Background: an optimization exercise with open tools, aiming at small area, a short achievable clock period and few clock cycles per item. Do not read the settings as production practice.
Only simulation tests tie the RTL to the original design; equivalence was not proved.

### flow/run.sh
#!/bin/bash
# synth_recipe.tcl (not shown) runs the flow's synth.tcl, then flattens the netlist and writes it again
# the make line also repeats each setting of config.mk as NAME=value (left out here)
make -C /OpenROAD-flow-scripts/flow DESIGN_CONFIG=/design/flow/config.mk WORK_HOME=/design/flow/orfs CLKGATE_MAP_FILE= SYNTH_SCRIPT=/design/flow/synth_recipe.tcl finish
### flow/config.mk
export PLATFORM = sky130hd
export DESIGN_NAME = ce_aes
export DESIGN_NICKNAME = ce_aes
export VERILOG_FILES = /design/flow/design.v
export SDC_FILE = /design/flow/constraint.sdc
export NUM_CORES = 4
export LEC_CHECK = 0
export ABC_CLOCK_PERIOD_IN_PS = 4000
export CAP_MARGIN = 20
export CORE_MARGIN = 2
export CORE_UTILIZATION = 50
export GPL_ROUTABILITY_DRIVEN = 1
export GPL_TIMING_DRIVEN = 1
export PLACE_DENSITY = 0.65
export SETUP_SLACK_MARGIN = 5
export SLEW_MARGIN = 20
export SYNTH_HIERARCHICAL = 1
export SYNTH_MINIMUM_KEEP_SIZE = 0
### flow/constraint.sdc
create_clock -name core_clock -period 10.0 [get_ports {clk}]
set_input_delay 2.0000 -clock core_clock [delete_from_list [all_inputs] [get_ports {clk}]]
set_output_delay 2.0000 -clock core_clock [all_outputs]
set_load 0.01 [all_outputs]
### flow/design.v
module ce_aes_sbox_a (
    input  wire [7:0]  sbox_in,
    output wire [17:0] mid
);
  wire U0 = sbox_in[7], U1 = sbox_in[6], U2 = sbox_in[5], U3 = sbox_in[4];
  wire U4 = sbox_in[3], U5 = sbox_in[2], U6 = sbox_in[1], U7 = sbox_in[0];
  wire T1;
  ce_aes_gx g_T1 (.a(U0), .b(U3), .y(T1));
  wire T2;
  ce_aes_gx g_T2 (.a(U0), .b(U5), .y(T2));
  wire T3;
  ce_aes_gx g_T3 (.a(U0), .b(U6), .y(T3));
  wire T4;
  ce_aes_gx g_T4 (.a(U3), .b(U5), .y(T4));
  wire T5;
  ce_aes_gx g_T5 (.a(U4), .b(U6), .y(T5));
  wire T6;
  ce_aes_gx g_T6 (.a(T1), .b(T5), .y(T6));
  wire T7;
  ce_aes_gx g_T7 (.a(U1), .b(U2), .y(T7));
  wire T8;
  ce_aes_gx g_T8 (.a(U7), .b(T6), .y(T8));
  wire T9;
  ce_aes_gx g_T9 (.a(U7), .b(T7), .y(T9));
  wire T10;
  ce_aes_gx g_T10 (.a(T6), .b(T7), .y(T10));
  wire T11;
  ce_aes_gx g_T11 (.a(U1), .b(U5), .y(T11));
  wire T12;
  ce_aes_gx g_T12 (.a(U2), .b(U5), .y(T12));
  wire T13;
  ce_aes_gx g_T13 (.a(T3), .b(T4), .y(T13));
  wire T14;
  ce_aes_gx g_T14 (.a(T6), .b(T11), .y(T14));
  wire T15;
  ce_aes_gx g_T15 (.a(T5), .b(T11), .y(T15));
  wire T16;
  ce_aes_gx g_T16 (.a(T5), .b(T12), .y(T16));
  wire T17;
  ce_aes_gx g_T17 (.a(T9), .b(T16), .y(T17));
  wire T18;
  ce_aes_gx g_T18 (.a(U3), .b(U7), .y(T18));
  wire T19;
  ce_aes_gx g_T19 (.a(T7), .b(T18), .y(T19));
  wire T20;
  ce_aes_gx g_T20 (.a(T1), .b(T19), .y(T20));
  wire T21;
  ce_aes_gx g_T21 (.a(U6), .b(U7), .y(T21));
  wire T22;
  ce_aes_gx g_T22 (.a(T7), .b(T21), .y(T22));
  wire T23;
  ce_aes_gx g_T23 (.a(T2), .b(T22), .y(T23));
  wire T24;
  ce_aes_gx g_T24 (.a(T2), .b(T10), .y(T24));
  wire T25;
  ce_aes_gx g_T25 (.a(T20), .b(T17), .y(T25));
  wire T26;
  ce_aes_gx g_T26 (.a(T3), .b(T16), .y(T26));
  wire T27;
  ce_aes_gx g_T27 (.a(T1), .b(T12), .y(T27));
  wire M1;
  ce_aes_gnand g_M1 (.a(T13), .b(T6), .y(M1));
  wire M2;
  ce_aes_gnand g_M2 (.a(T23), .b(T8), .y(M2));
  wire M3;
  ce_aes_gxn g_M3 (.a(T14), .b(M1), .y(M3));
  wire M4;
  ce_aes_gnand g_M4 (.a(T19), .b(U7), .y(M4));
  wire M5;
  ce_aes_gx g_M5 (.a(M4), .b(M1), .y(M5));
  wire M6;
  ce_aes_gnand g_M6 (.a(T3), .b(T16), .y(M6));
  wire M7;
  ce_aes_gnand g_M7 (.a(T22), .b(T9), .y(M7));
  wire M8;
  ce_aes_gxn g_M8 (.a(T26), .b(M6), .y(M8));
  wire M9;
  ce_aes_gnand g_M9 (.a(T20), .b(T17), .y(M9));
  wire M10;
  ce_aes_gx g_M10 (.a(M9), .b(M6), .y(M10));
  wire M11;
  ce_aes_gnand g_M11 (.a(T1), .b(T15), .y(M11));
  wire M12;
  ce_aes_gnand g_M12 (.a(T4), .b(T27), .y(M12));
  wire M13;
  ce_aes_gx g_M13 (.a(M12), .b(M11), .y(M13));
  wire M14;
  ce_aes_gnand g_M14 (.a(T2), .b(T10), .y(M14));
  wire M15;
  ce_aes_gx g_M15 (.a(M14), .b(M11), .y(M15));
  wire M16;
  ce_aes_gxn g_M16 (.a(M3), .b(M2), .y(M16));
  wire M17;
  ce_aes_gx g_M17 (.a(M5), .b(T24), .y(M17));
  wire M18;
  ce_aes_gxn g_M18 (.a(M8), .b(M7), .y(M18));
  wire M19;
  ce_aes_gx g_M19 (.a(M10), .b(M15), .y(M19));
  wire M20;
  ce_aes_gx g_M20 (.a(M16), .b(M13), .y(M20));
  wire M21;
  ce_aes_gx g_M21 (.a(M17), .b(M15), .y(M21));
  wire M22;
  ce_aes_gx g_M22 (.a(M18), .b(M13), .y(M22));
  wire M23;
  ce_aes_gx g_M23 (.a(M19), .b(T25), .y(M23));
  wire M24;
  ce_aes_gxn g_M24 (.a(M22), .b(M23), .y(M24));
  wire M25;
  ce_aes_gnand g_M25 (.a(M22), .b(M20), .y(M25));
  wire M26;
  ce_aes_gx g_M26 (.a(M21), .b(M25), .y(M26));
  wire M27;
  ce_aes_gxn g_M27 (.a(M20), .b(M21), .y(M27));
  wire M28;
  ce_aes_gx g_M28 (.a(M23), .b(M25), .y(M28));
  wire M29;
  ce_aes_gnor g_M29 (.a(M28), .b(M27), .y(M29));
  wire M30;
  ce_aes_gnor g_M30 (.a(M26), .b(M24), .y(M30));
  wire M31;
  ce_aes_gnand g_M31 (.a(M20), .b(M23), .y(M31));
  wire M32;
  ce_aes_gnor g_M32 (.a(M27), .b(M31), .y(M32));
  wire M33;
  ce_aes_gx g_M33 (.a(M27), .b(M25), .y(M33));
  wire M34;
  ce_aes_gnand g_M34 (.a(M21), .b(M22), .y(M34));
  wire M35;
  ce_aes_gnor g_M35 (.a(M24), .b(M34), .y(M35));
  wire M36;
  ce_aes_gx g_M36 (.a(M24), .b(M25), .y(M36));
  wire M37;
  ce_aes_gx g_M37 (.a(M21), .b(M29), .y(M37));
  wire M38;
  ce_aes_gx g_M38 (.a(M32), .b(M33), .y(M38));
  wire M39;
  ce_aes_gx g_M39 (.a(M23), .b(M30), .y(M39));
  wire M40;
  ce_aes_gx g_M40 (.a(M35), .b(M36), .y(M40));
  wire M41;
  ce_aes_gx g_M41 (.a(M38), .b(M40), .y(M41));
  wire M42;
  ce_aes_gx g_M42 (.a(M37), .b(M39), .y(M42));
  wire M43;
  ce_aes_gx g_M43 (.a(M37), .b(M38), .y(M43));
  wire M44;
  ce_aes_gx g_M44 (.a(M39), .b(M40), .y(M44));
  wire M45;
  ce_aes_gx g_M45 (.a(M42), .b(M41), .y(M45));
  ce_aes_gnand g_M46 (.a(M44), .b(T6), .y(mid[17]));
  ce_aes_gnand g_M47 (.a(M40), .b(T8), .y(mid[16]));
  ce_aes_gnand g_M48 (.a(M39), .b(U7), .y(mid[15]));
  ce_aes_gnand g_M49 (.a(M43), .b(T16), .y(mid[14]));
  ce_aes_gnand g_M50 (.a(M38), .b(T9), .y(mid[13]));
  ce_aes_gnand g_M51 (.a(M37), .b(T17), .y(mid[12]));
  ce_aes_gnand g_M52 (.a(M42), .b(T15), .y(mid[11]));
  ce_aes_gnand g_M53 (.a(M45), .b(T27), .y(mid[10]));
  ce_aes_gnand g_M54 (.a(M41), .b(T10), .y(mid[9]));
  ce_aes_gnand g_M55 (.a(M44), .b(T13), .y(mid[8]));
  ce_aes_gnand g_M56 (.a(M40), .b(T23), .y(mid[7]));
  ce_aes_gnand g_M57 (.a(M39), .b(T19), .y(mid[6]));
  ce_aes_gnand g_M58 (.a(M43), .b(T3), .y(mid[5]));
  ce_aes_gnand g_M59 (.a(M38), .b(T22), .y(mid[4]));
  ce_aes_gnand g_M60 (.a(M37), .b(T20), .y(mid[3]));
  ce_aes_gnand g_M61 (.a(M42), .b(T1), .y(mid[2]));
  ce_aes_gnand g_M62 (.a(M45), .b(T4), .y(mid[1]));
  ce_aes_gnand g_M63 (.a(M41), .b(T2), .y(mid[0]));
endmodule
module ce_aes_sbox_b (
    input  wire [17:0] mid,
    output wire [7:0]  sbox_out
);
  wire M46 = mid[17];
  wire M47 = mid[16];
  wire M48 = mid[15];
  wire M49 = mid[14];
  wire M50 = mid[13];
  wire M51 = mid[12];
  wire M52 = mid[11];
  wire M53 = mid[10];
  wire M54 = mid[9];
  wire M55 = mid[8];
  wire M56 = mid[7];
  wire M57 = mid[6];
  wire M58 = mid[5];
  wire M59 = mid[4];
  wire M60 = mid[3];
  wire M61 = mid[2];
  wire M62 = mid[1];
  wire M63 = mid[0];
  wire L0;
  ce_aes_gx g_L0 (.a(M61), .b(M62), .y(L0));
  wire L1;
  ce_aes_gx g_L1 (.a(M50), .b(M56), .y(L1));
  wire L2;
  ce_aes_gx g_L2 (.a(M46), .b(M48), .y(L2));
  wire L3;
  ce_aes_gx g_L3 (.a(M47), .b(M55), .y(L3));
  wire L4;
  ce_aes_gx g_L4 (.a(M54), .b(M58), .y(L4));
  wire L5;
  ce_aes_gx g_L5 (.a(M49), .b(M61), .y(L5));
  wire L6;
  ce_aes_gxn g_L6 (.a(M62), .b(L5), .y(L6));
  wire L7;
  ce_aes_gxn g_L7 (.a(M46), .b(L3), .y(L7));
  wire L8;
  ce_aes_gx g_L8 (.a(M51), .b(M59), .y(L8));
  wire L9;
  ce_aes_gx g_L9 (.a(M52), .b(M53), .y(L9));
  wire L10;
  ce_aes_gxn g_L10 (.a(M53), .b(L4), .y(L10));
  wire L11;
  ce_aes_gxn g_L11 (.a(M60), .b(L2), .y(L11));
  wire L12;
  ce_aes_gx g_L12 (.a(M48), .b(M51), .y(L12));
  wire L13;
  ce_aes_gxn g_L13 (.a(M50), .b(L0), .y(L13));
  wire L14;
  ce_aes_gx g_L14 (.a(M52), .b(M61), .y(L14));
  wire L15;
  ce_aes_gxn g_L15 (.a(M55), .b(L1), .y(L15));
  wire L16;
  ce_aes_gxn g_L16 (.a(M56), .b(L0), .y(L16));
  wire L17;
  ce_aes_gxn g_L17 (.a(M57), .b(L1), .y(L17));
  wire L18;
  ce_aes_gxn g_L18 (.a(M58), .b(L8), .y(L18));
  wire L19;
  ce_aes_gxn g_L19 (.a(M63), .b(L4), .y(L19));
  wire L20;
  ce_aes_gx g_L20 (.a(L0), .b(L1), .y(L20));
  wire L21;
  ce_aes_gx g_L21 (.a(L1), .b(L7), .y(L21));
  wire L22;
  ce_aes_gx g_L22 (.a(L3), .b(L12), .y(L22));
  wire L23;
  ce_aes_gx g_L23 (.a(L18), .b(L2), .y(L23));
  wire L24;
  ce_aes_gx g_L24 (.a(L15), .b(L9), .y(L24));
  wire L25;
  ce_aes_gx g_L25 (.a(L6), .b(L10), .y(L25));
  wire L26;
  ce_aes_gx g_L26 (.a(L7), .b(L9), .y(L26));
  wire L27;
  ce_aes_gx g_L27 (.a(L8), .b(L10), .y(L27));
  wire L28;
  ce_aes_gx g_L28 (.a(L11), .b(L14), .y(L28));
  wire L29;
  ce_aes_gx g_L29 (.a(L11), .b(L17), .y(L29));
  ce_aes_gx g_S0 (.a(L6), .b(L24), .y(sbox_out[7]));
  ce_aes_gxn g_S1 (.a(L16), .b(L26), .y(sbox_out[6]));
  ce_aes_gxn g_S2 (.a(L19), .b(L28), .y(sbox_out[5]));
  ce_aes_gx g_S3 (.a(L6), .b(L21), .y(sbox_out[4]));
  ce_aes_gx g_S4 (.a(L20), .b(L22), .y(sbox_out[3]));
  ce_aes_gx g_S5 (.a(L25), .b(L29), .y(sbox_out[2]));
  ce_aes_gxn g_S6 (.a(L13), .b(L27), .y(sbox_out[1]));
  ce_aes_gxn g_S7 (.a(L6), .b(L23), .y(sbox_out[0]));
endmodule
module ce_aes_gx (input wire a, input wire b, output wire y);
  assign y = a ^ b;
endmodule
module ce_aes_gxn (input wire a, input wire b, output wire y);
  assign y = ~(a ^ b);
endmodule
module ce_aes_gnand (input wire a, input wire b, output wire y);
  assign y = ~(a & b);
endmodule
module ce_aes_gnor (input wire a, input wire b, output wire y);
  assign y = ~(a | b);
endmodule
module ce_aes (
    input  wire         clk,
    input  wire         rst,        
    input  wire         start,
    input  wire         key_256,    
    input  wire [255:0] key,
    input  wire [127:0] din,
    output wire         ready,
    output reg          done,
    output reg  [127:0] dout
);
  reg          bsy1;       
  reg          lst1;       
  reg  [3:0]   rnd1;       
  reg          k2561;
  reg  [127:0] s;          
  reg  [127:0] ka1;        
  reg  [127:0] kb1;        
  reg  [31:0]  gw1;        
  reg          bsy2;
  reg          lst2;
  reg  [3:0]   rnd2;
  reg          k2562;
  reg  [287:0] q;          
  reg  [127:0] ka2;
  reg  [127:0] kb2;
  reg  [71:0]  gq;         
  reg          rdy;
  assign ready = rdy;
  function [7:0] xtime;
    input [7:0] a;
    xtime = {a[6:0], 1'b0} ^ (a[7] ? 8'h1b : 8'h00);
  endfunction
  function [31:0] rotw;
    input [31:0] w;
    rotw = {w[23:0], w[31:24]};
  endfunction
  function [7:0] rcon_f;
    input [3:0] i;
    case (i)
      4'd1:    rcon_f = 8'h01;
      4'd2:    rcon_f = 8'h02;
      4'd3:    rcon_f = 8'h04;
      4'd4:    rcon_f = 8'h08;
      4'd5:    rcon_f = 8'h10;
      4'd6:    rcon_f = 8'h20;
      4'd7:    rcon_f = 8'h40;
      4'd8:    rcon_f = 8'h80;
      4'd9:    rcon_f = 8'h1b;
      4'd10:   rcon_f = 8'h36;
      default: rcon_f = 8'h00;
    endcase
  endfunction
  genvar n;
  wire [287:0] sa;
  generate
    for (n = 0; n < 16; n = n + 1) begin : g_sboxa
      ce_aes_sbox_a u_sa (.sbox_in(s[127-8*n -: 8]), .mid(sa[287-18*n -: 18]));
    end
  endgenerate
  wire [71:0] ga;
  generate
    for (n = 0; n < 4; n = n + 1) begin : g_ksa
      ce_aes_sbox_a u_ka (.sbox_in(gw1[31-8*n -: 8]), .mid(ga[71-18*n -: 18]));
    end
  endgenerate
  wire [127:0] sb;    
  generate
    for (n = 0; n < 16; n = n + 1) begin : g_sboxb
      ce_aes_sbox_b u_sb (.mid(q[287-18*n -: 18]), .sbox_out(sb[127-8*n -: 8]));
    end
  endgenerate
  wire [127:0] sr;
  generate
    for (n = 0; n < 16; n = n + 1) begin : g_shift
      localparam integer R = n % 4;
      localparam integer C = n / 4;
      localparam integer SRC = 4 * ((C + R) % 4) + R;
      assign sr[127-8*n -: 8] = sb[127-8*SRC -: 8];
    end
  endgenerate
  wire [31:0] g2;    
  generate
    for (n = 0; n < 4; n = n + 1) begin : g_ksb
      ce_aes_sbox_b u_kb (.mid(gq[71-18*n -: 18]), .sbox_out(g2[31-8*n -: 8]));
    end
  endgenerate
  wire        use_rot = k2562 ? rnd2[0] : 1'b1;
  wire [3:0]  rc_idx  = k2562 ? ((rnd2 + 4'd1) >> 1) : rnd2;
  wire [7:0]  rc      = use_rot ? rcon_f(rc_idx) : 8'h00;
  wire [31:0] p0 = ka2[127:96] ^ {rc, 24'h000000};
  wire [31:0] p1 = p0 ^ ka2[95:64];
  wire [31:0] p2 = p1 ^ ka2[63:32];
  wire [31:0] p3 = p2 ^ ka2[31:0];
  wire [127:0] kexp = {p0 ^ g2, p1 ^ g2, p2 ^ g2, p3 ^ g2};
  wire [127:0] rk = k2562 ? kb2 : kexp;
  wire next_rot = !k2562 || !rnd2[0];
  wire [127:0] round_out;
  generate
    for (n = 0; n < 4; n = n + 1) begin : g_mix
      wire [7:0] a0 = sr[127-32*n -: 8];
      wire [7:0] a1 = sr[119-32*n -: 8];
      wire [7:0] a2 = sr[111-32*n -: 8];
      wire [7:0] a3 = sr[103-32*n -: 8];
      wire [7:0] t  = a0 ^ a1 ^ a2 ^ a3;
      wire [7:0] m  = lst2 ? 8'h00 : 8'hff;
      wire [31:0] k = rk[127-32*n -: 32];
      assign round_out[127-32*n -: 32] =
          {a0 ^ k[31:24] ^ (m & (t ^ xtime(a0 ^ a1))),
           a1 ^ k[23:16] ^ (m & (t ^ xtime(a1 ^ a2))),
           a2 ^ k[15:8]  ^ (m & (t ^ xtime(a2 ^ a3))),
           a3 ^ k[7:0]   ^ (m & (t ^ xtime(a3 ^ a0)))};
    end
  endgenerate
  wire ld  = !bsy2 || lst2;
  wire acc = start && rdy;
  wire       bsy1_n  = ld ? acc : bsy2;
  wire       k2561_n = ld ? key_256 : k2562;
  wire [3:0] rnd1_n  = ld ? 4'd1 : rnd2 + 4'd1;
  wire [3:0] nr_m1   = k2562 ? 4'd13 : 4'd9;
  wire       lst1_n  = !ld && (rnd2 == nr_m1);
  wire       rdy_n   = (!bsy1 || lst1) &&
                       !(bsy1_n && k2561_n && (rnd1_n < 4'd5));
  always @(posedge clk) begin
    if (rst) begin
      bsy1 <= 1'b0;
      bsy2 <= 1'b0;
      lst1 <= 1'b0;
      lst2 <= 1'b0;
      rdy  <= 1'b1;
      done <= 1'b0;
    end else begin
      bsy1 <= bsy1_n;
      lst1 <= lst1_n;
      bsy2 <= bsy1;
      lst2 <= lst1;
      rdy  <= rdy_n;
      done <= bsy2 && lst2;
    end
  end
  always @(posedge clk) begin
    q     <= sa;
    gq    <= ga;
    ka2   <= ka1;
    kb2   <= kb1;
    rnd2  <= rnd1;
    k2562 <= k2561;
    dout  <= round_out;
    rnd1  <= rnd1_n;
    k2561 <= k2561_n;
    if (ld) begin
      s   <= din ^ key[255:128];
      ka1 <= key[255:128];
      kb1 <= key[127:0];
      gw1 <= rotw(key_256 ? key[31:0] : key[159:128]);
    end else begin
      s   <= round_out;
      ka1 <= k2562 ? kb2 : kexp;
      kb1 <= kexp;
      gw1 <= next_rot ? rotw(kexp[31:0]) : kexp[31:0];   
    end
  end
endmodule
==> results of run 1 <==
-- modules after synthesis (local to each module, per instance), excerpt --
module,copies in the design,cells,flops+latches
ce_aes_gxn,400,1,0
ce_aes,1,3682,1176
ce_aes_gx,1480,1,0
ce_aes_gnand,600,1,0
ce_aes_gnor,80,1,0
-- layout make-up --
class | instances | area, µm²
diodes | 3 | 7.507
clock buffers | 184 | 3689
clock inverters | 46 | 633.1
fillers | 10759 | 49260
inverters | 18 | 70.07
multi-input cells | 4885 | 36670
flip-flops and latches | 1176 | 23550
well taps | 1625 | 2033
repair buffers | 554 | 5485
-- worst reg2reg max path, delay by kind of cell (launching register included) --
family | cells | cell delay, ns
AND/OR/NAND/NOR | 2 | 0.20
XOR/XNOR | 11 | 3.54
flip-flops | 1 | 0.54
-- cells in the mapped netlist (12+ instances only) --
master / n / area share [%]
sky130_fd_sc_hd__a211oi_1: 21 / 0.26
sky130_fd_sc_hd__a21oi_1: 94 / 0.77
sky130_fd_sc_hd__a31oi_1: 16 / 0.16
sky130_fd_sc_hd__and2_1: 12 / 0.12
sky130_fd_sc_hd__and3_1: 13 / 0.13
sky130_fd_sc_hd__buf_1: 33 / 0.20
sky130_fd_sc_hd__buf_2: 13 / 0.11
sky130_fd_sc_hd__clkbuf_1: 108 / 0.67
sky130_fd_sc_hd__dfxtp_1: 1176 / 39
sky130_fd_sc_hd__inv_1: 17 / 0.10
sky130_fd_sc_hd__mux2_2: 96 / 1.8
sky130_fd_sc_hd__mux2i_1: 81 / 1.3
sky130_fd_sc_hd__nand2_1: 1070 / 6.6
sky130_fd_sc_hd__nand3_1: 18 / 0.15
sky130_fd_sc_hd__nor2_1: 300 / 1.8
sky130_fd_sc_hd__nor3_1: 20 / 0.16
sky130_fd_sc_hd__o21ai_0: 253 / 2.1
sky130_fd_sc_hd__o31ai_1: 12 / 0.15
sky130_fd_sc_hd__or3_1: 16 / 0.16
sky130_fd_sc_hd__xnor2_1: 763 / 11
sky130_fd_sc_hd__xnor3_1: 114 / 4.2
sky130_fd_sc_hd__xor2_1: 1798 / 26
sky130_fd_sc_hd__xor3_1: 21 / 0.82
-- per-layer routing --
| layer | part of all wire [%] | vias to the layer above | global-route usage (%) |
|---|---|---|---|
| li1 | - | 20957 | - |
| met1 | 44 | 20709 | 41.32 |
| met2 | 46 | 1472 | 50.38 |
| met3 | 6.6 | 289 | 5.700 |
| met4 | 3.8 | 8 | 11.45 |
| met5 | 0.027 | - | 0 |
-- kinds of logic after synthesis --
kind of cell	Yosys count	share of synthesized area (%)
AO/OA/AOI/OAI	491	4.902
XOR/XNOR	2709	42.21
adder cells (fa/ha/maj)	2	0.04107
buffers and inverters	181	1.234
flip-flops	1176	38.64
multiplexers	177	3.105
AND/OR/NAND/NOR	1506	9.863
-- registers in the layout (all words and copies together), names as in the netlist, 32 cells and up --
| register | flops |
|---|---|
| ka1 | 128 |
| gq | 72 |
| q | 288 |
| s | 128 |
| kb2 | 128 |
| gw1 | 32 |
| dout | 128 |
| kb1 | 128 |
| ka2 | 128 |
-- worst min-delay path by stage --
stage	slack [ns]	endpoint	cells after the start	startpoint
detailed placement	0.31	ka2[100]	0	ka1[100]
CTS	0.32	kb2[53]	0	kb1[53]
global route	0.32	ka2[29]	0	ka1[29]
floorplan	0.31	k2562	0	k2561
finish	0.31	kb2[106]	0	kb1[106]
global placement	0.31	kb2[49]	0	kb1[49]
-- stage by stage --
step / util (%) / cells / setup WS [ns] / instance area, µm²
6_report: 59.42 / 8491 / 5.585 / 72140
5_1_grt: 59.42 / 8488 / 5.231 / 72130
4_1_cts: 59.41 / 8488 / 5.648 / 72120
3_5_place_dp: 55.85 / 8258 / 5.681 / 67800
3_3_place_gp: 55.84 / 8258 / 5.756 / 67790
2_1_floorplan: - / 6242 / 6.438 / 60930
==> results.cfg, run 1 <==
[sta]
max_slew_margin_pct = 19.64
setup_total_negative_slack_ns = 0
timing_hold_violations_final = 0
timing.fmax_mhz = 226.5
fin_hold_ws_ns = 0.3142
report.final.setup_viol = 0
timing.final.crit_share_pct = 44.15
grt_setup_unrepaired = no
final-max-slew-violation-count = 0
clock-skew-final_ns = 0.03713
worst-slew-pin-transition_ns = 1.197
clock_period_minus_final_worst_setup_slack_ns = 4.415

[clocking]
clk_tree_root_cell = sky130_fd_sc_hd__clkbuf_16
cts_tree = yes
cts.repair_timing.setup_buffer_count = 0
cts-root-to-sink-buffers = 3
cts_resized = 0
worst_skew_pair.late_latency_ns = 0.77
cts.sinks = 1176
cts.htree.levels = 4
worst_setup_hold_path_clk_slew_ns = 0.06
cts_hold_buf = 0
cts-buffers-inserted = 130

[routing]
initialDrtViolationCount = 3478
number_of_detailed_routing_iterations_run_before_antenna_repair = 6
wl_um = 198800
drt-wirelength-per-cell_um = 23.41
route.detailed.vias_per_inst = 5.115
drc_errors = 0
detailroute.via_count = 43435
postRouteAntennaNets = 0

[floorplan]
top_level_ports = 518
core_region_area_mm2 = 0.1214
placementRows = 128
die_height_um = 353.1
floorplan.die.width_um = 353.1
start_util_pct = 50.19
die_area_mm2 = 0.1247

[layout]
areaGrowthSynthToFinish_pct = 18.40
drive_above_1_share_pct = 5.537
most-common-layout-cells = 1798 x sky130_fd_sc_hd__xor2_1, 1174 x sky130_fd_sc_hd__dfxtp_1, 1069 x sky130_fd_sc_hd__nand2_1
num-nets-final = 7155
layout_commonest_cell = sky130_fd_sc_hd__xor2_1

[run_status]
status = no timing/DRC/antenna violations

[critical_path]
crit_chain = xor2_1, xor2_1, xor2_1, nand2_1, xor2_1, xor2_1, xor2_1, xnor2_1, xor2_1, xor2_1, xor2_1, xor2_1, nand2_1
critical_path.top_delay_family = XOR/XNOR gates
regToRegStartpoint = s[44]
timing.critical_path.to_type = register
worstRegToRegCells = 13
slack_of_the_worst_reg_to_reg_path_ns = 5.59
crit_slowest_cell = sky130_fd_sc_hd__xor2_1
cp_data_required_time_ns = 10.63
cp.buffers_inverters = 0
crit_path_start_kind = register
worst-path-max-fanout = 5
critical_path_cell_count = 13
setup.worst_path.end = q[91]
critPathArrivalTime_ns = 5.04
slowest_delay_ns = 0.55
worstReg2RegEnd = q[91]
worst_setup_path_startpoint = s[44]
worst_path_most_repeated_cell = sky130_fd_sc_hd__xor2_1
criticalPathCategory = reg2reg

[synth]
post_synth_inst_count = 6242
synth_seq_area_share_pct = 38.64
post_synth_instance_area_mm2 = 0.06093
async_flop_share_pct = 0
synth_flop_type = sky130_fd_sc_hd__dfxtp_1
synth-warning-count = 7
synthesis.area_per_instance_um2 = 9.761
number_of_synthesized_flops_with_an_enable_pin = 0
synth.net_count = 6632
synthDistinctLibCells = 87
register_bit_count_reported_by_yosys = 1176

[placed_design]
port-buffer-count = 517
post-dp-hpwl_um = 160500
gp_congestion = 0.9716

[job]
cap_viol_max_count = 0

[global_route]
grt_max_degree = 173
grt_overflow = 0
grt.total_usage_pct = 31.07
grt_antenna_before_repair = 11
via_count_of_the_first_global_routing_pass = 42910
grt_first_pass_wirelength_um = 284600

[hold_path]
worstHoldPathType = reg2reg
Testbench counts, summed over its fixed seeds: cycles 35,450, blocks 3,200.
==> run 2: changes to the inputs <==
==> flow/flow/run.sh (new file) <==
#!/bin/bash
set -euo pipefail
bash standard.sh SETUP_SLACK_MARGIN=6.5 finish > standard.log 2>&1
==> flow/standard.sh (new file) <==
#!/bin/bash
# synth_recipe.tcl (not shown) runs the flow's synth.tcl, then flattens the netlist and writes it again
# the make line also repeats each setting of config.mk as NAME=value (left out here)
make -C /OpenROAD-flow-scripts/flow DESIGN_CONFIG=/design/flow/config.mk WORK_HOME=/design/flow/orfs CLKGATE_MAP_FILE= SYNTH_SCRIPT=/design/flow/synth_recipe.tcl "${@:-finish}"
==> flow/config.mk (replaced) <==
export PLATFORM = sky130hd
export DESIGN_NAME = ce_aes
export DESIGN_NICKNAME = ce_aes
export VERILOG_FILES = /design/flow/design.v
export SDC_FILE = /design/flow/constraint.sdc
export NUM_CORES = 4
export LEC_CHECK = 0
export CAP_MARGIN = 20
export CORE_MARGIN = 2
export CORE_UTILIZATION = 40
export GPL_ROUTABILITY_DRIVEN = 1
export GPL_TIMING_DRIVEN = 1
export PLACE_DENSITY = 0.6
export SETUP_SLACK_MARGIN = 5
export SLEW_MARGIN = 20
export SYNTH_HIERARCHICAL = 1
export SYNTH_MINIMUM_KEEP_SIZE = 0
removed: flow/run.sh
==> run 2 against run 1 <==
Effect of this change:
- sequential share of layout area shrank 4.8 points
- critical endpoint is now s[91]
- register-to-register slack gained 0.81 ns
- critical path depth shrank 5
- still clean
- clock skew grew 0.0070 ns
- utilization shrank 3.0 points
- count of clock-buffer cells in the layout shrank 5
==> results.cfg, run 2 <==
[critical_path]
worst_path_most_repeated_cell = sky130_fd_sc_hd__xor2_1
crit_chain = xor2_1, xor2_1, xor2_1, xnor2_1, a211oi_2, o21ai_0, a32o_1, a31oi_1
crit_path_start_kind = register
cp_data_required_time_ns = 10.68
criticalPathCategory = reg2reg
crit_slowest_cell = sky130_fd_sc_hd__a211oi_2
timing.critical_path.to_type = register
slowest_delay_ns = 0.74
cp.buffers_inverters = 0
critical_path.top_delay_family = compound AO/OA/AOI/OAI gates
critPathArrivalTime_ns = 4.28
worst-path-max-fanout = 6

[layout]
layout_commonest_cell = sky130_fd_sc_hd__xor2_1
largest_register_ff_count = 288
instances_no_fill = 9363
most-common-layout-cells = 1097 x sky130_fd_sc_hd__xor2_1, 1040 x sky130_fd_sc_hd__nand2_1, 1014 x sky130_fd_sc_hd__dfxtp_1
fin_area_mm2 = 0.08558
filler_cell_count = 12634
num-nets-final = 7610
top_register = q
drive_above_1_share_pct = 27.08
areaGrowthSynthToFinish_pct = 40.46

[sta]
timing.fmax_mhz = 277.6
grt_setup_unrepaired = yes
report.final.setup_viol = 0
clock-skew-final_ns = 0.04413
max_slew_margin_pct = 29.67
clock_period_minus_final_worst_setup_slack_ns = 3.602
fin_hold_ws_ns = 0.2979
setup_total_negative_slack_ns = 0
worst-slew-pin-transition_ns = 1.044
final-max-slew-violation-count = 0
timing.final.crit_share_pct = 36.02
timing_hold_violations_final = 0
layout_setup_ws_ns = 6.398

[placed_design]
detailedPlace.worstSlack_ns = 5.624
post-dp-hpwl_um = 170200
port-buffer-count = 517
place.detailed.instances = 8664
gp_congestion = 0.9581
detailed_place.area_mm2 = 0.06862

[clocking]
cts_tree = yes
cts.htree.levels = 4
worst_skew_pair.late_latency_ns = 0.78
cts-buffers-inserted = 131
worst_setup_hold_path_clk_slew_ns = 0.06
clk_tree_root_cell = sky130_fd_sc_hd__clkbuf_16
cts.sinks = 1176
cts-root-to-sink-buffers = 3

[routing]
wl_um = 225900
detail_route.wirelength.met1_um = 90880
met3_wirelength_um = 16370
routed.top_layer = met5
wl_met2_um = 106300
postRouteAntennaNets = 0
detailroute.via_count = 46363
number_of_detailed_routing_iterations_run_before_antenna_repair = 5
drc_errors = 0
drt-wirelength-per-cell_um = 24.13
route.detailed.vias_per_inst = 4.952
initialDrtViolationCount = 3919

[run_status]
status = no timing/DRC/antenna violations

[floorplan]
floorplan.die.width_um = 394.3
start_util_pct = 40.20
placementRows = 143
top_level_ports = 518
die_area_mm2 = 0.1555
die_height_um = 394.3
core_region_area_mm2 = 0.1515

[synth]
synth_top_cell_area_share_pct = 38.64
synth-warning-count = 7
netlist.top_cell.by_area = sky130_fd_sc_hd__dfxtp_1
synthMostInstantiatedCell = sky130_fd_sc_hd__xor2_1
netlist_top_cells_count = 1798 x sky130_fd_sc_hd__xor2_1, 1176 x sky130_fd_sc_hd__dfxtp_1, 1070 x sky130_fd_sc_hd__nand2_1
post_synth_inst_count = 6242
async_flop_share_pct = 0
synthesis.area_per_instance_um2 = 9.761
synth.net_count = 6632
synthDistinctLibCells = 87
number_of_synthesized_flops_with_an_enable_pin = 0
synth_flop_type = sky130_fd_sc_hd__dfxtp_1
register_bit_count_reported_by_yosys = 1176
post_synth_instance_area_mm2 = 0.06093
largest_cells_by_area_after_synthesis = sky130_fd_sc_hd__dfxtp_1 39%, sky130_fd_sc_hd__xor2_1 26%, sky130_fd_sc_hd__xnor2_1 11%
synth_seq_area_share_pct = 38.64

[global_route]
via_count_of_the_first_global_routing_pass = 45179
grt_first_pass_wirelength_um = 306400
grt_overflow = 0
grt.total_usage_pct = 27.11
grt_max_degree = 157
grt_antenna_before_repair = 23

[job]
cap_viol_max_count = 0

[hold_path]
worstHoldPathType = reg2reg
==> run 2: cell counts after synthesis <==
Identical to the previous run, type by type.
==> run 2: kinds of logic after synthesis <==
logic type	synth area share (%)
mux	3.105
simple gates	9.863
buf+inv	1.234
flops	38.64
fa+ha+maj	0.04107
xor+xnor	42.21
compound gates	4.902
==> run 2: per-stage QoR <==
stage          utilization [%]
2_1_floorplan                -
3_3_place_gp             45.27
3_5_place_dp             45.28
4_1_cts                  51.81
5_1_grt                  56.46
6_report                 56.47
==> run 2: final timing paths <==
kind / slack, ns / to / depth (start not counted) / startpoint
hold / removal: 0.30 / k2562 / 0 / k2561
hold reg to reg: 0.30 / k2562 / 0 / k2561
setup / recovery: 6.40 / s[91] / 8 / gq[56]
setup reg to reg: 6.40 / s[91] / 8 / gq[56]
==> run 2: modules after synthesis (local to each module, per instance), excerpt <==
module        copies in the design  flops+latches  cells  area [µm²]
ce_aes_gxn                     400              0      1       8.758
ce_aes_gx                     1480              0      1       8.758
ce_aes_gnand                   600              0      1       3.754
ce_aes                           1           1176   3682       41910
ce_aes_gnor                     80              0      1       3.754
==> run 2: repair_timing <==
action | in CTS | in global routing
buffers inserted | 107 | 346
gates resized for setup | 816 | 658
hold buffers | 0 | 0
hold endpoints to repair | 0 | 0
pin swaps | 126 | 353
endpoints found under the setup margin | 568 | 304
==> run 2: final cells by class <==
type	instances	area, µm²	share of cell area, %
well taps	2030	2540	2.968
multi-input cells	4885	45450	53.11
inverters	18	70.07	0.08188
repair buffers	1008	9057	10.58
clock buffers	179	3837	4.484
diodes	10	25.02	0.02924
flip-flops and latches	1176	23870	27.89
clock inverters	57	734.5	0.8582
==> run 2: worst reg2reg max path: stages (launching register included) <==
cell                       delay [ns]
sky130_fd_sc_hd__dfxtp_1         0.39
sky130_fd_sc_hd__xor2_1          0.40
sky130_fd_sc_hd__xor2_1          0.25
sky130_fd_sc_hd__xor2_1          0.38
sky130_fd_sc_hd__xnor2_1         0.34
sky130_fd_sc_hd__a211oi_2        0.74
sky130_fd_sc_hd__o21ai_0         0.38
sky130_fd_sc_hd__a32o_1          0.44
sky130_fd_sc_hd__a31oi_1         0.20
==> run 2: metal layers <==
layer / vias up / GRT usage, %
met2: 1825 / 43.90
met4: 6 / 13.22
met1: 22864 / 34.53
li1: 21263 / -
met3: 405 / 5.384
met5: - / 0
==> run 3: changes to the inputs <==
==> flow/flow/run.sh (replaced) <==
#!/bin/bash
set -euo pipefail
bash standard.sh SETUP_SLACK_MARGIN=7 finish > standard.log 2>&1
==> run 3 against run 2 <==
Effect of this change:
- sequential share of layout area down 4.8 points
- die area is the same
- global-route usage is 3.8 points higher
- count of clock-buffer cells in the layout increased by 6
- area after synthesis stayed put
- register-to-register slack improved by 0.02 ns
- first-iteration DRC count up 21%
==> results.cfg, run 3 <==
[run_status]
status = no timing/DRC/antenna violations

[synth]
synth_flop_type = sky130_fd_sc_hd__dfxtp_1
netlist.top_cell.by_area = sky130_fd_sc_hd__dfxtp_1
synth.net_count = 6632
async_flop_share_pct = 0
synth_seq_area_share_pct = 38.64
largest_cells_by_area_after_synthesis = sky130_fd_sc_hd__dfxtp_1 39%, sky130_fd_sc_hd__xor2_1 26%, sky130_fd_sc_hd__xnor2_1 11%
synth-warning-count = 7
synthDistinctLibCells = 87
post_synth_instance_area_mm2 = 0.06093
synthesis.area_per_instance_um2 = 9.761
netlist_top_cells_count = 1798 x sky130_fd_sc_hd__xor2_1, 1176 x sky130_fd_sc_hd__dfxtp_1, 1070 x sky130_fd_sc_hd__nand2_1
register_bit_count_reported_by_yosys = 1176
post_synth_inst_count = 6242
synthMostInstantiatedCell = sky130_fd_sc_hd__xor2_1
number_of_synthesized_flops_with_an_enable_pin = 0
synth_top_cell_area_share_pct = 38.64

[routing]
route.detailed.vias_per_inst = 5.080
wl_um = 271500
number_of_detailed_routing_iterations_run_before_antenna_repair = 6
drt-wirelength-per-cell_um = 26.24
drc_errors = 0
postRouteAntennaNets = 0
initialDrtViolationCount = 4754
detailroute.via_count = 52571

[clocking]
worst_setup_hold_path_clk_slew_ns = 0.07
cts.sinks = 1176
cts_tree = yes
cts-root-to-sink-buffers = 3
cts-buffers-inserted = 136
cts_hold_buf = 0
clk_tree_root_cell = sky130_fd_sc_hd__clkbuf_16
worst_skew_pair.late_latency_ns = 0.78
cts.htree.levels = 4

[critical_path]
worst_path_most_repeated_cell = sky130_fd_sc_hd__xor2_2
criticalPathCategory = reg2reg
worst-path-max-fanout = 4
critical_path.top_delay_family = XOR/XNOR gates
crit_path_start_kind = register
crit_chain = xor2_4, xor2_4, buf_6, xor2_1, nand2_1, xnor2_2, xor2_2, buf_4, nand2_4, xor2_2, nor2_2, xor2_2, xor2_2, xor2_1, nand2_1
cp_data_required_time_ns = 10.63
critPathArrivalTime_ns = 4.21
timing.critical_path.to_type = register
crit_slowest_cell = sky130_fd_sc_hd__dfxtp_4
slowest_delay_ns = 0.43
slack_of_the_worst_reg_to_reg_path_ns = 6.42
cp.buffers_inverters = 2

[placed_design]
gp_congestion = 0.9647
detailed_place.area_mm2 = 0.07046
detailedPlace.worstSlack_ns = 5.746
post-dp-hpwl_um = 176100
port-buffer-count = 517

[sta]
clock_period_minus_final_worst_setup_slack_ns = 3.577
grt_setup_unrepaired = yes
max_slew_margin_pct = 38.02
timing_hold_violations_final = 0
timing.fmax_mhz = 279.5
final-max-slew-violation-count = 0
report.final.setup_viol = 0
timing.final.crit_share_pct = 35.77
setup_total_negative_slack_ns = 0
clock-skew-final_ns = 0.03678
layout_setup_ws_ns = 6.423
worst-slew-pin-transition_ns = 0.9296

[layout]
num-nets-final = 8585
layout_commonest_cell = sky130_fd_sc_hd__buf_4
drive_above_1_share_pct = 53.65
top_register = q
most-common-layout-cells = 1082 x sky130_fd_sc_hd__buf_4, 856 x sky130_fd_sc_hd__xor2_2, 804 x sky130_fd_sc_hd__dfxtp_1
largest_register_ff_count = 288
areaGrowthSynthToFinish_pct = 73.85
fin_area_mm2 = 0.1059

[global_route]
grt_overflow = 0
grt.total_usage_pct = 30.91
grt_first_pass_wirelength_um = 349800
via_count_of_the_first_global_routing_pass = 51469
grt_max_degree = 148
grt_antenna_before_repair = 24

[floorplan]
top_level_ports = 518
die_height_um = 394.3
start_util_pct = 40.20
placementRows = 143
core_region_area_mm2 = 0.1515
die_area_mm2 = 0.1555
floorplan.die.width_um = 394.3

[job]
cap_viol_max_count = 0

[hold_path]
worstHoldPathType = reg2reg
run 3: metrics by stage:
step           hold WS, ns  util [%]  instances
2_1_floorplan       0.3096         -       6242
3_3_place_gp        0.3097     46.49       8665
3_5_place_dp        0.3121     46.49       8665
4_1_cts             0.2955     61.68       9853
5_1_grt             0.3230     69.88      10341
6_report            0.3131     69.89      10348
run 3: final timing paths:
check / from / cells after the start / end
hold / removal: kb1[100] / 0 / kb2[100]
setup / recovery: gw1[20] / 15 / gq[46]
hold reg to reg: kb1[100] / 0 / kb2[100]
setup reg to reg: gw1[20] / 15 / gq[46]
run 3: routing by layer:
layer,GRT usage (%),wire length [µm]
met5,0,102
met4,15.18,17990
met3,5.756,21860
met2,50.17,129600
met1,39.60,102000
run 3: worst reg2reg max path, delay by kind of cell, from the launching register on:
family / cells / cell delay, ns
buffers and inverters: 2 / 0.29
XOR/XNOR: 9 / 2.21
flip-flops: 1 / 0.43
AND/OR/NAND/NOR: 4 / 0.51
run 3: logic make-up (layout without fill, tap and decap cells):
group           after synthesis  count (layout)  synth area share [%]
flops                      1176            1176                 38.64
buf+inv                     181            2244                 1.234
other cells                   0              12                     0
xor+xnor                   2709            2709                 42.21
compound gates              491             491                 4.902
simple gates               1506            1507                 9.863
fa+ha+maj                     2               2               0.04107
mux                         177             177                 3.105
run 3: Yosys stat by module (local to each module, per instance), excerpt:
module,area (µm²),copies in the design
ce_aes_gxn,8.758,400
ce_aes_gx,8.758,1480
ce_aes,41910,1
ce_aes_gnor,3.754,80
ce_aes_gnand,3.754,600
run 3: area by class of cell:
type | count | area (µm²)
antenna | 12 | 30.03
clock buffer | 185 | 4009
clock inverter | 64 | 660.6
fill | 9857 | 45630
inverter | 18 | 72.57
multi-input combinational | 4886 | 55850
sequential | 1176 | 24470
tap | 2030 | 2540
timing repair buffer | 1977 | 18280
run 3: repair_timing:
action                      CTS  global route
setup buffers               938           480
gates resized for setup    2384          1460
pin swaps                   830           930
setup endpoints to repair   951           686
gates cloned                  1             3
==> run 4: changes to the inputs <==
==> flow/flow/run.sh (replaced) <==
#!/bin/bash
set -euo pipefail
bash standard.sh SETUP_SLACK_MARGIN=5.5 \
  "BUFFER_PORTS_ARGS=-buffer_cell sky130_fd_sc_hd__buf_1" finish > standard.log 2>&1
--- a/flow/config.mk
+++ b/flow/config.mk
@@ -8,6 +8,8 @@
 export CAP_MARGIN = 20
 export CORE_MARGIN = 2
 export CORE_UTILIZATION = 40
+export CTS_CLUSTER_DIAMETER = 80
+export CTS_CLUSTER_SIZE = 24
 export GPL_ROUTABILITY_DRIVEN = 1
 export GPL_TIMING_DRIVEN = 1
 export PLACE_DENSITY = 0.6
==> run 4 against run 3 <==
Effect of this change:
- still clean on timing, DRC and antenna
- worst hold slack is essentially flat
- critical path depth decreased by 5
- via count down 17%
- synthesized cell count did not move
- critical path type unchanged
==> results.cfg, run 4 <==
[run_status]
status = no timing/DRC/antenna violations

[synth]
synth_top_cell_area_share_pct = 38.64
async_flop_share_pct = 0
synth_seq_area_share_pct = 38.64
register_bit_count_reported_by_yosys = 1176
synth-warning-count = 7
largest_cells_by_area_after_synthesis = sky130_fd_sc_hd__dfxtp_1 39%, sky130_fd_sc_hd__xor2_1 26%, sky130_fd_sc_hd__xnor2_1 11%
post_synth_instance_area_mm2 = 0.06093
netlist_top_cells_count = 1798 x sky130_fd_sc_hd__xor2_1, 1176 x sky130_fd_sc_hd__dfxtp_1, 1070 x sky130_fd_sc_hd__nand2_1
synthDistinctLibCells = 87
number_of_synthesized_flops_with_an_enable_pin = 0
post_synth_inst_count = 6242
synth_flop_type = sky130_fd_sc_hd__dfxtp_1
synthesis.area_per_instance_um2 = 9.761
synth.net_count = 6632
netlist.top_cell.by_area = sky130_fd_sc_hd__dfxtp_1
synthMostInstantiatedCell = sky130_fd_sc_hd__xor2_1

[layout]
instances_no_fill = 8820
largest_register_ff_count = 288
layout_commonest_cell = sky130_fd_sc_hd__xor2_1
areaGrowthSynthToFinish_pct = 11.96
most-common-layout-cells = 1766 x sky130_fd_sc_hd__xor2_1, 1173 x sky130_fd_sc_hd__dfxtp_1, 1069 x sky130_fd_sc_hd__nand2_1
filler_cell_count = 14801
top_register = q
drive_above_1_share_pct = 5.196
num-nets-final = 7107

[sta]
fin_hold_ws_ns = 0.3131
timing_hold_violations_final = 0
final-max-slew-violation-count = 0
report.final.setup_viol = 0
timing.final.crit_share_pct = 43.67
clock_period_minus_final_worst_setup_slack_ns = 4.367
clock-skew-final_ns = 0.04605
timing.fmax_mhz = 229.0
setup_total_negative_slack_ns = 0
grt_setup_unrepaired = no
worst-slew-pin-transition_ns = 1.212
max_slew_margin_pct = 18.59

[floorplan]
placementRows = 143
die_height_um = 394.3
start_util_pct = 40.20
floorplan.die.width_um = 394.3
die_area_mm2 = 0.1555
core_region_area_mm2 = 0.1515
top_level_ports = 518

[critical_path]
slack_of_the_worst_reg_to_reg_path_ns = 5.63
worst_path_most_repeated_cell = sky130_fd_sc_hd__xnor2_1
timing.critical_path.to_type = register
regToRegStartpoint = q[241]
slowest_delay_ns = 0.85
criticalPathCategory = reg2reg
worstReg2RegEnd = s[43]
worstRegToRegCells = 10
crit_slowest_cell = sky130_fd_sc_hd__o21ai_1
cp_data_required_time_ns = 10.51
worst-path-max-fanout = 5
crit_chain = xor2_1, xnor2_1, xor2_1, xor2_1, xnor2_1, xnor2_1, xnor2_1, nor2_1, xor3_1, o21ai_1
crit_path_start_kind = register
critPathArrivalTime_ns = 4.88

[routing]
drc_errors = 0
detailroute.via_count = 43383
postRouteAntennaNets = 0
wl_um = 210500
number_of_detailed_routing_iterations_run_before_antenna_repair = 6
route.detailed.vias_per_inst = 4.919
drt-wirelength-per-cell_um = 23.87
initialDrtViolationCount = 3257

[global_route]
grt.total_usage_pct = 26.27
grt_max_degree = 140
grt_first_pass_wirelength_um = 297600
grt_overflow = 0
via_count_of_the_first_global_routing_pass = 43064
grt_antenna_before_repair = 20

[clocking]
clk_tree_root_cell = sky130_fd_sc_hd__clkbuf_16
cts-root-to-sink-buffers = 3
cts-buffers-inserted = 78
cts_tree = yes
worst_skew_pair.late_latency_ns = 0.72
cts.htree.levels = 3
worst_setup_hold_path_clk_slew_ns = 0.09
cts.sinks = 1176

[job]
cap_viol_max_count = 0

[hold_path]
timing.hold.worst_endpoint = kb2[46]
min_from = kb1[46]
worstHoldPathType = reg2reg
timing.hold.worst_path_depth = 0

[placed_design]
gp_congestion = 0.9548
place.detailed.instances = 8667
post-dp-hpwl_um = 171600
port-buffer-count = 517
[run 4: cell counts after synthesis]
Identical to the previous run, type by type.
[run 4: per-layer routing]
metal	up-vias	GRT usage (%)	part of all wire (%)
met5	-	0	0.012
met4	4	10.11	4.3
met3	294	3.303	5.4
met2	1373	43.18	46
met1	20912	35.05	44
li1	20800	-	-
[run 4: modules after synthesis, one instance, submodules excluded, excerpt]
module | flip-flops and latches | times used | area (µm²) | cells
ce_aes | 1176 | 1 | 41910 | 3682
ce_aes_gx | 0 | 1480 | 8.758 | 1
ce_aes_gxn | 0 | 400 | 8.758 | 1
ce_aes_gnand | 0 | 600 | 3.754 | 1
ce_aes_gnor | 0 | 80 | 3.754 | 1
[run 4: cell type report]
cell class              count  area, µm²  area share [%]
inverters                  18      72.57          0.1064
flip-flops and latches   1176      23550           34.53
repair buffers            558       2287           3.353
clock buffers              90       2101           3.080
well taps                2030       2540           3.723
multi-input cells        4885      36910           54.11
diodes                     16      40.04         0.05870
clock inverters            47      711.9           1.044
[run 4: critical path: cells and delay by family, from the launching register on]
kind | cells | cell delay, ns
and+or+nand+nor | 1 | 0.13
AOI/OAI and AO/OA | 1 | 0.85
DFF | 1 | 0.37
xor gates and xnor gates | 8 | 2.78
[run 4: per-stage QoR]
step	util (%)	worst slack, ns	cell area [µm²]
2_1_floorplan	-	6.438	60930
3_5_place_dp	42.97	5.639	65120
4_1_cts	44.83	5.552	67930
3_3_place_gp	42.96	5.472	65100
6_report	45.01	5.633	68210
5_1_grt	45.00	5.478	68190
[run 4: worst max-delay path by stage]
stage	start	endpoint	slack [ns]	cells past startpoint
floorplan	gw1[15]	gq[19]	6.44	13
global placement	q[247]	s[43]	5.47	10
detailed placement	gw1[12]	gq[19]	5.64	13
CTS	gw1[12]	gq[19]	5.55	13
global route	s[100]	q[217]	5.48	13
finish	q[241]	s[43]	5.63	10
[run 4: what timing repair did]
| action | CTS | global route |
|---|---|---|
| resized for setup | 0 | 33 |
| hold endpoints to repair | 0 | 0 |
| buffers inserted | 0 | 0 |
| endpoints found under the setup margin | 0 | 40 |
| hold buffers | 0 | 0 |
[run 4: cell families (layout without fill, tap and decap cells)]
logic type      count (synthesis)  in the layout  synth area share (%)
xor+xnor                     2709           2709                 42.21
simple gates                 1506           1506                 9.863
flops                        1176           1176                 38.64
compound gates                491            491                 4.902
buf+inv                       181            713                 1.234
mux                           177            177                 3.105
fa+ha+maj                       2              2               0.04107
other cells                     0             16                     0
==> run 5: changes to the inputs <==
==> flow/flow/run.sh (replaced) <==
#!/bin/bash
set -euo pipefail
bash standard.sh SETUP_SLACK_MARGIN=6 \
  "BUFFER_PORTS_ARGS=-buffer_cell sky130_fd_sc_hd__buf_1" finish > standard.log 2>&1
--- a/flow/config.mk
+++ b/flow/config.mk
@@ -5,6 +5,7 @@
 export SDC_FILE = /design/flow/constraint.sdc
 export NUM_CORES = 4
 export LEC_CHECK = 0
+export ABC_AREA = 1
 export CAP_MARGIN = 20
 export CORE_MARGIN = 2
 export CORE_UTILIZATION = 40
==> run 5 against run 4 <==
Effect of this change:
- global-route usage decreased by 0.63 points
- still clean on timing, DRC and antenna
- utilization decreased by 0.52 points
- cell count increased by 95%
- critical endpoint is now s[71]
- critical path type unchanged
==> results.cfg, run 5 <==
[run_status]
status = no timing/DRC/antenna violations

[placed_design]
post-dp-hpwl_um = 214100
detailed_place.area_mm2 = 0.08233
port-buffer-count = 517
gp_congestion = 0.9661
detailedPlace.worstSlack_ns = 6.126
place.detailed.instances = 17033

[clocking]
cts_tree = yes
cts-root-to-sink-buffers = 3
cts.repair_timing.setup_buffer_count = 0
worst_skew_pair.late_latency_ns = 0.76
cts.sinks = 1176
cts-buffers-inserted = 89
clk_tree_root_cell = sky130_fd_sc_hd__clkbuf_16
cts.htree.levels = 3
worst_setup_hold_path_clk_slew_ns = 0.10

[layout]
areaGrowthSynthToFinish_pct = 10.41
num-nets-final = 14988
most-common-layout-cells = 7007 x sky130_fd_sc_hd__nand2_1, 3910 x sky130_fd_sc_hd__inv_1, 1164 x sky130_fd_sc_hd__dfxtp_1
fin_area_mm2 = 0.08568
top_register = q
layout_commonest_cell = sky130_fd_sc_hd__nand2_1
instances_no_fill = 17216
seqCellArea_mm2 = 0.02356
multiInputGateArea_mm2 = 0.03868
final_util_pct = 44.49
filler_cell_count = 20855
largest_register_ff_count = 288
drive_above_1_share_pct = 2.564

[sta]
timing_hold_violations_final = 0
setup_total_negative_slack_ns = 0
report.final.setup_viol = 0
clock_period_minus_final_worst_setup_slack_ns = 3.770
final-max-slew-violation-count = 0
timing.fmax_mhz = 265.2
fin_hold_ws_ns = 0.3059
layout_setup_ws_ns = 6.230
timing.final.crit_share_pct = 37.70
grt_setup_unrepaired = no
worst-slew-pin-transition_ns = 1.081
max_slew_margin_pct = 27.20
clock-skew-final_ns = 0.05518

[critical_path]
regToRegStartpoint = q[229]
worstRegToRegCells = 22
worst-path-max-fanout = 8
timing.critical_path.to_type = register
cp_data_required_time_ns = 10.68
worstReg2RegEnd = s[71]
slack_of_the_worst_reg_to_reg_path_ns = 6.23
crit_path_start_kind = register
critPathArrivalTime_ns = 4.45
criticalPathCategory = reg2reg

[synth]
post_synth_inst_count = 14114
largest_cells_by_area_after_synthesis = sky130_fd_sc_hd__nand2_1 34%, sky130_fd_sc_hd__dfxtp_1 30%, sky130_fd_sc_hd__inv_1 19%
number_of_synthesized_flops_with_an_enable_pin = 0
synthMostInstantiatedCell = sky130_fd_sc_hd__nand2_1
synth-warning-count = 7
synth_top_cell_area_share_pct = 33.91
synth_flop_type = sky130_fd_sc_hd__dfxtp_1
post_synth_instance_area_mm2 = 0.07760
async_flop_share_pct = 0
synthDistinctLibCells = 42
netlist.top_cell.by_area = sky130_fd_sc_hd__nand2_1
synthesis.area_per_instance_um2 = 5.498
synth.net_count = 14504
register_bit_count_reported_by_yosys = 1176
synth_seq_area_share_pct = 30.34
netlist_top_cells_count = 7010 x sky130_fd_sc_hd__nand2_1, 3911 x sky130_fd_sc_hd__inv_1, 1176 x sky130_fd_sc_hd__dfxtp_1

[routing]
drc_errors = 0
detailroute.via_count = 73107
wl_um = 258300
route.detailed.vias_per_inst = 4.246
postRouteAntennaNets = 0
number_of_detailed_routing_iterations_run_before_antenna_repair = 6
drt-wirelength-per-cell_um = 15.01
initialDrtViolationCount = 5168

[global_route]
grt_max_degree = 189
grt.total_usage_pct = 25.64
grt_first_pass_wirelength_um = 382700
grt_overflow = 0
via_count_of_the_first_global_routing_pass = 62997
grt_antenna_before_repair = 35

[job]
cap_viol_max_count = 0

[hold_path]
min_from = ka1[7]
timing.hold.worst_endpoint = ka2[7]
timing.hold.worst_path_depth = 0
worstHoldPathType = reg2reg

[floorplan]
top_level_ports = 518
die_height_um = 444.5
core_region_area_mm2 = 0.1926
die_area_mm2 = 0.1975
start_util_pct = 40.29
floorplan.die.width_um = 444.5
placementRows = 161
-- run 5: how the worst max path moves through the flow --
stage                  from  endpoint  slack, ns
finish               q[229]     s[71]       6.23
global route          s[15]     q[19]       6.00
CTS                    lst2     s[41]       6.10
detailed placement     lst2     s[41]       6.13
global placement       lst2     s[41]       6.14
floorplan           key_256   gw1[19]       6.95
-- run 5: area by class of cell --
cell class / instances / share of cell area, %
Antenna cell: 25 / 0.07302
Inverter: 3928 / 17.23
Clock buffer: 96 / 2.703
Multi-Input combinational cell: 8857 / 45.15
Timing Repair Buffer: 546 / 2.557
Tap cell: 2526 / 3.689
Clock inverter: 62 / 1.104
Sequential cell: 1176 / 27.50
-- run 5: repair_timing --
item | CTS | global route
hold buffers | 0 | 0
resized for setup | 0 | 15
endpoints found under the hold margin | 0 | 0
endpoints found under the setup margin | 0 | 29
-- run 5: cell families (layout without fill, tap and decap cells) --
logic type,count (synthesis),count (layout),synth area share [%]
compound gates,764,764,5.116
xor+xnor,659,659,7.989
fa+ha+maj,2,2,0.03224
buf+inv,4081,4632,19.83
flops,1176,1176,30.34
other cells,0,25,0
simple gates,7432,7432,36.69
-- run 5: critical path, stage by stage (launching register included) --
cell and delay (ns):
sky130_fd_sc_hd__dfxtp_1 0.37, sky130_fd_sc_hd__inv_1 0.06, sky130_fd_sc_hd__nand2_1 0.05, sky130_fd_sc_hd__nand2_1 0.15
sky130_fd_sc_hd__nand2_1 0.10, sky130_fd_sc_hd__nand2_1 0.07, sky130_fd_sc_hd__inv_1 0.05, sky130_fd_sc_hd__nand2_1 0.04
sky130_fd_sc_hd__nand2_1 0.08, sky130_fd_sc_hd__inv_1 0.04, sky130_fd_sc_hd__nand2_1 0.04, sky130_fd_sc_hd__nand2_1 0.46
sky130_fd_sc_hd__xnor2_2 0.53, sky130_fd_sc_hd__inv_1 0.14, sky130_fd_sc_hd__or2_0 0.22, sky130_fd_sc_hd__nand2_1 0.12
sky130_fd_sc_hd__inv_1 0.10, sky130_fd_sc_hd__nor2_1 0.10, sky130_fd_sc_hd__nor2_1 0.04, sky130_fd_sc_hd__nand2_1 0.45
sky130_fd_sc_hd__xor2_1 0.30, sky130_fd_sc_hd__nand2_1 0.07, sky130_fd_sc_hd__o21ai_0 0.11
-- run 5: layer usage --
| layer | GRT usage, % | up-vias | part of all wire, % |
|---|---|---|---|
| met5 | 0 | - | 0.033 |
| met3 | 2.775 | 435 | 4.1 |
| li1 | - | 40413 | - |
| met4 | 17.47 | 12 | 7.8 |
| met1 | 31.60 | 30865 | 43 |
| met2 | 42.10 | 1382 | 45 |
-- run 5: per-module statistics from Yosys, one instance, submodules excluded, excerpt --
module | area, µm² | cells | flops+latches | times used
ce_aes_gxn | 18.77 | 5 | 0 | 400
ce_aes_gnand | 3.754 | 1 | 0 | 600
ce_aes_gnor | 3.754 | 1 | 0 | 80
ce_aes | 39760 | 4034 | 1176 | 1
ce_aes_gx | 18.77 | 5 | 0 | 1480
==> run 6: changes to the inputs <==
--- a/flow/config.mk
+++ b/flow/config.mk
@@ -5,7 +5,6 @@
 export SDC_FILE = /design/flow/constraint.sdc
 export NUM_CORES = 4
 export LEC_CHECK = 0
-export ABC_AREA = 1
 export CAP_MARGIN = 20
 export CORE_MARGIN = 2
 export CORE_UTILIZATION = 40
==> run 6 against run 5 <==
Effect of this change:
- routed wire length fell by 18%
- still clean on timing, DRC and antenna
- critical path type unchanged
- register-to-register slack got worse by 0.16 ns
- synthesized cell count fell by 56%
- via count fell by 41%
==> results.cfg, run 6 <==
[run_status]
status = no timing/DRC/antenna violations

[critical_path]
crit_chain = xor2_1, xnor2_1, xor2_1, xnor2_1, xnor2_1, xnor2_1, a21boi_0, o21ai_0, a22oi_1, nor2_1
worst_path_most_repeated_cell = sky130_fd_sc_hd__xnor2_1
slack_of_the_worst_reg_to_reg_path_ns = 6.07
crit_path_start_kind = register
cp_data_required_time_ns = 10.57
crit_slowest_cell = sky130_fd_sc_hd__o21ai_0
regToRegStartpoint = gq[59]
cp.buffers_inverters = 0
worst-path-max-fanout = 6
criticalPathCategory = reg2reg
worstReg2RegEnd = dout[89]
slowest_delay_ns = 0.86
critPathArrivalTime_ns = 4.50
timing.critical_path.to_type = register
worstRegToRegCells = 10

[placed_design]
post-dp-hpwl_um = 171600
detailedPlace.worstSlack_ns = 5.639
port-buffer-count = 517
gp_congestion = 0.9548
detailed_place.area_mm2 = 0.06512

[sta]
clock_period_minus_final_worst_setup_slack_ns = 3.933
layout_setup_ws_ns = 6.067
grt_setup_unrepaired = yes
timing_hold_violations_final = 0
clock-skew-final_ns = 0.04380
setup_total_negative_slack_ns = 0
worst-slew-pin-transition_ns = 1.247
timing.final.crit_share_pct = 39.33
final-max-slew-violation-count = 0
max_slew_margin_pct = 16.12
report.final.setup_viol = 0

[synth]
synthesis.area_per_instance_um2 = 9.761
area_share_of_and_or_nand_nor_cells_after_synthesis_pct = 9.863
largest_cells_by_area_after_synthesis = sky130_fd_sc_hd__dfxtp_1 39%, sky130_fd_sc_hd__xor2_1 26%, sky130_fd_sc_hd__xnor2_1 11%
async_flop_share_pct = 0
post_synth_inst_count = 6242
netlist_top_cells_count = 1798 x sky130_fd_sc_hd__xor2_1, 1176 x sky130_fd_sc_hd__dfxtp_1, 1070 x sky130_fd_sc_hd__nand2_1
synthMostInstantiatedCell = sky130_fd_sc_hd__xor2_1
number_of_synthesized_flops_with_an_enable_pin = 0
synthDistinctLibCells = 87
netlist.top_cell.by_area = sky130_fd_sc_hd__dfxtp_1
register_bit_count_reported_by_yosys = 1176
largest_family_of_logic_cells_by_synthesized_area = XOR/XNOR gates
compound_gate_portion_of_the_synthesized_area_pct = 4.902
synth-warning-count = 7
synth_top_cell_area_share_pct = 38.64
synth.net_count = 6632
synthMuxAreaShare_pct = 3.105
post_synth_instance_area_mm2 = 0.06093
synth_fa_ha_area_share_pct = 0.04107
xor_xnor_share_of_the_synthesized_area_pct = 42.21
synth_flop_type = sky130_fd_sc_hd__dfxtp_1
synth_seq_area_share_pct = 38.64

[routing]
detailroute.via_count = 43498
drt-wirelength-per-cell_um = 24.02
postRouteAntennaNets = 0
initialDrtViolationCount = 3495
wl_um = 212400
route.detailed.vias_per_inst = 4.921
number_of_detailed_routing_iterations_run_before_antenna_repair = 7
drc_errors = 0

[global_route]
gr-usage-met2_pct = 43.44
globalRoute.busiestLayer = met2
grt_first_pass_wirelength_um = 298600
grt_antenna_before_repair = 20
grt_overflow = 0
grtUsageMet1_pct = 35.25
grt.total_usage_pct = 26.36
grt_util_met3_pct = 3.212
via_count_of_the_first_global_routing_pass = 43175
grt_max_degree = 140

[layout]
drive_above_1_share_pct = 9.225
final_util_pct = 46.72
areaGrowthSynthToFinish_pct = 16.21
most-common-layout-cells = 1563 x sky130_fd_sc_hd__xor2_1, 1136 x sky130_fd_sc_hd__dfxtp_1, 1069 x sky130_fd_sc_hd__nand2_1
largest_register_ff_count = 288
top_register = q
layout_commonest_cell = sky130_fd_sc_hd__xor2_1
filler_cell_count = 14555
num-nets-final = 7130
fin_area_mm2 = 0.07080

[clocking]
cts_tree = yes
cts_hold_buf = 0
worst_skew_pair.late_latency_ns = 0.72
cts.htree.levels = 3
clk_tree_root_cell = sky130_fd_sc_hd__clkbuf_16

[floorplan]
die_height_um = 394.3
top_level_ports = 518
placementRows = 143
start_util_pct = 40.20
floorplan.die.width_um = 394.3
die_area_mm2 = 0.1555
core_region_area_mm2 = 0.1515

[job]
cap_viol_max_count = 0

[hold_path]
timing.hold.worst_endpoint = kb2[46]
min_from = kb1[46]
worstHoldPathType = reg2reg
timing.hold.worst_path_depth = 0
run 6: cell count changes in the layout (fill, tap and decap cells not counted), sizes merged, moves of 24 or more:
cell and change:
mux2i +81, xnor3 +114, nand3 -94, nand2 -5977, inv -3919, mux2 +96
or2 -70, nor2 +128, xnor2 +382, buf +34, xor2 +1533, o21ai -367
o22ai -24
run 6: cell type report:
class	count	area [µm²]	area share (%)
repair buffers	581	2472	3.492
multi-input cells	4885	39270	55.47
diodes	13	32.53	0.04595
inverters	18	72.57	0.1025
clock inverters	47	711.9	1.006
clock buffers	90	2101	2.967
well taps	2030	2540	3.587
flip-flops and latches	1176	23600	33.33
run 6: layer usage:
metal  vias up  share of wire [%]
met5         -             0.0052
met4         2                4.2
met3       285                5.5
met2      1381                 47
met1     21141                 43
li1      20689                  -
run 6: cells by family after synthesis:
logic type,count (synthesis)
compound gates,491
xor+xnor,2709
fa+ha+maj,2
buf+inv,181
flops,1176
mux,177
simple gates,1506
run 6: per-module statistics from Yosys, one instance, submodules excluded, a selection:
module,times used,cells,flip-flops and latches,area [µm²]
ce_aes,1,3682,1176,41910
ce_aes_gx,1480,1,0,8.758
ce_aes_gxn,400,1,0,8.758
ce_aes_gnand,600,1,0,3.754
ce_aes_gnor,80,1,0,3.754
run 6: worst max-delay path by stage:
stage / startpoint / endpoint / slack [ns]
global placement: q[247] / s[43] / 5.47
floorplan: gw1[15] / gq[19] / 6.44
CTS: gw1[12] / gq[19] / 5.95
finish: gq[59] / dout[89] / 6.07
global route: gw1[9] / gq[19] / 5.90
detailed placement: gw1[12] / gq[19] / 5.64
run 6: stage by stage:
| stage | hold WS, ns | std cells |
|---|---|---|
| after floorplan | 0.3096 | 6242 |
| after global placement | 0.3097 | 8667 |
| after detailed placement | 0.3121 | 8667 |
| after CTS | 0.3154 | 8804 |
| after global routing | 0.3169 | 8834 |
| final | 0.3107 | 8840 |
run 6: what timing repair did:
action	4_1_cts	5_1_grt
buffers inserted	0	23
endpoints found under the setup margin	102	148
gates resized for setup	83	270
pin swaps	0	31

==> re-timing with driven ports <==
No port has a modelled driver above. Below, the same layouts with a new extraction and two added sets of constraints.
Step 1 assumes that a clkbuf_16 drives the clock port and a buf_2 every other input.
Step 2 times the ports against the registers' clock, not the clock port: input delays grow and output delays shrink by t, the midpoint of the rising clock arrivals with the driver on.
Slacks: ideal / step 1 / step 2; pairs: ideal / step 1.
run	t (ns)	slack for setup (ns)	worst hold slack (ns)	worst setup path at the end
run 1	0.825	5.585 / 5.585 / 5.585	0.314 / 0.314 / 0.314	register to register
run 2	0.842	6.398 / 6.398 / 5.994	0.298 / 0.298 / 0.298	input to register
run 3	0.840	6.423 / 6.423 / 6.152	0.313 / 0.313 / 0.313	input to register
run 4	0.778	5.633 / 5.633 / 5.633	0.313 / 0.313 / 0.313	register to register
run 5	0.822	6.230 / 6.230 / 6.230	0.306 / 0.306 / 0.306	register to register
run 6	0.780	6.067 / 6.067 / 6.052	0.311 / 0.311 / 0.311	input to register
After both steps every run listed still meets setup and hold. For run 2, which loses most, drivers alone change the setup slack by 0.000 ns; drivers and shift together by -0.404 ns.
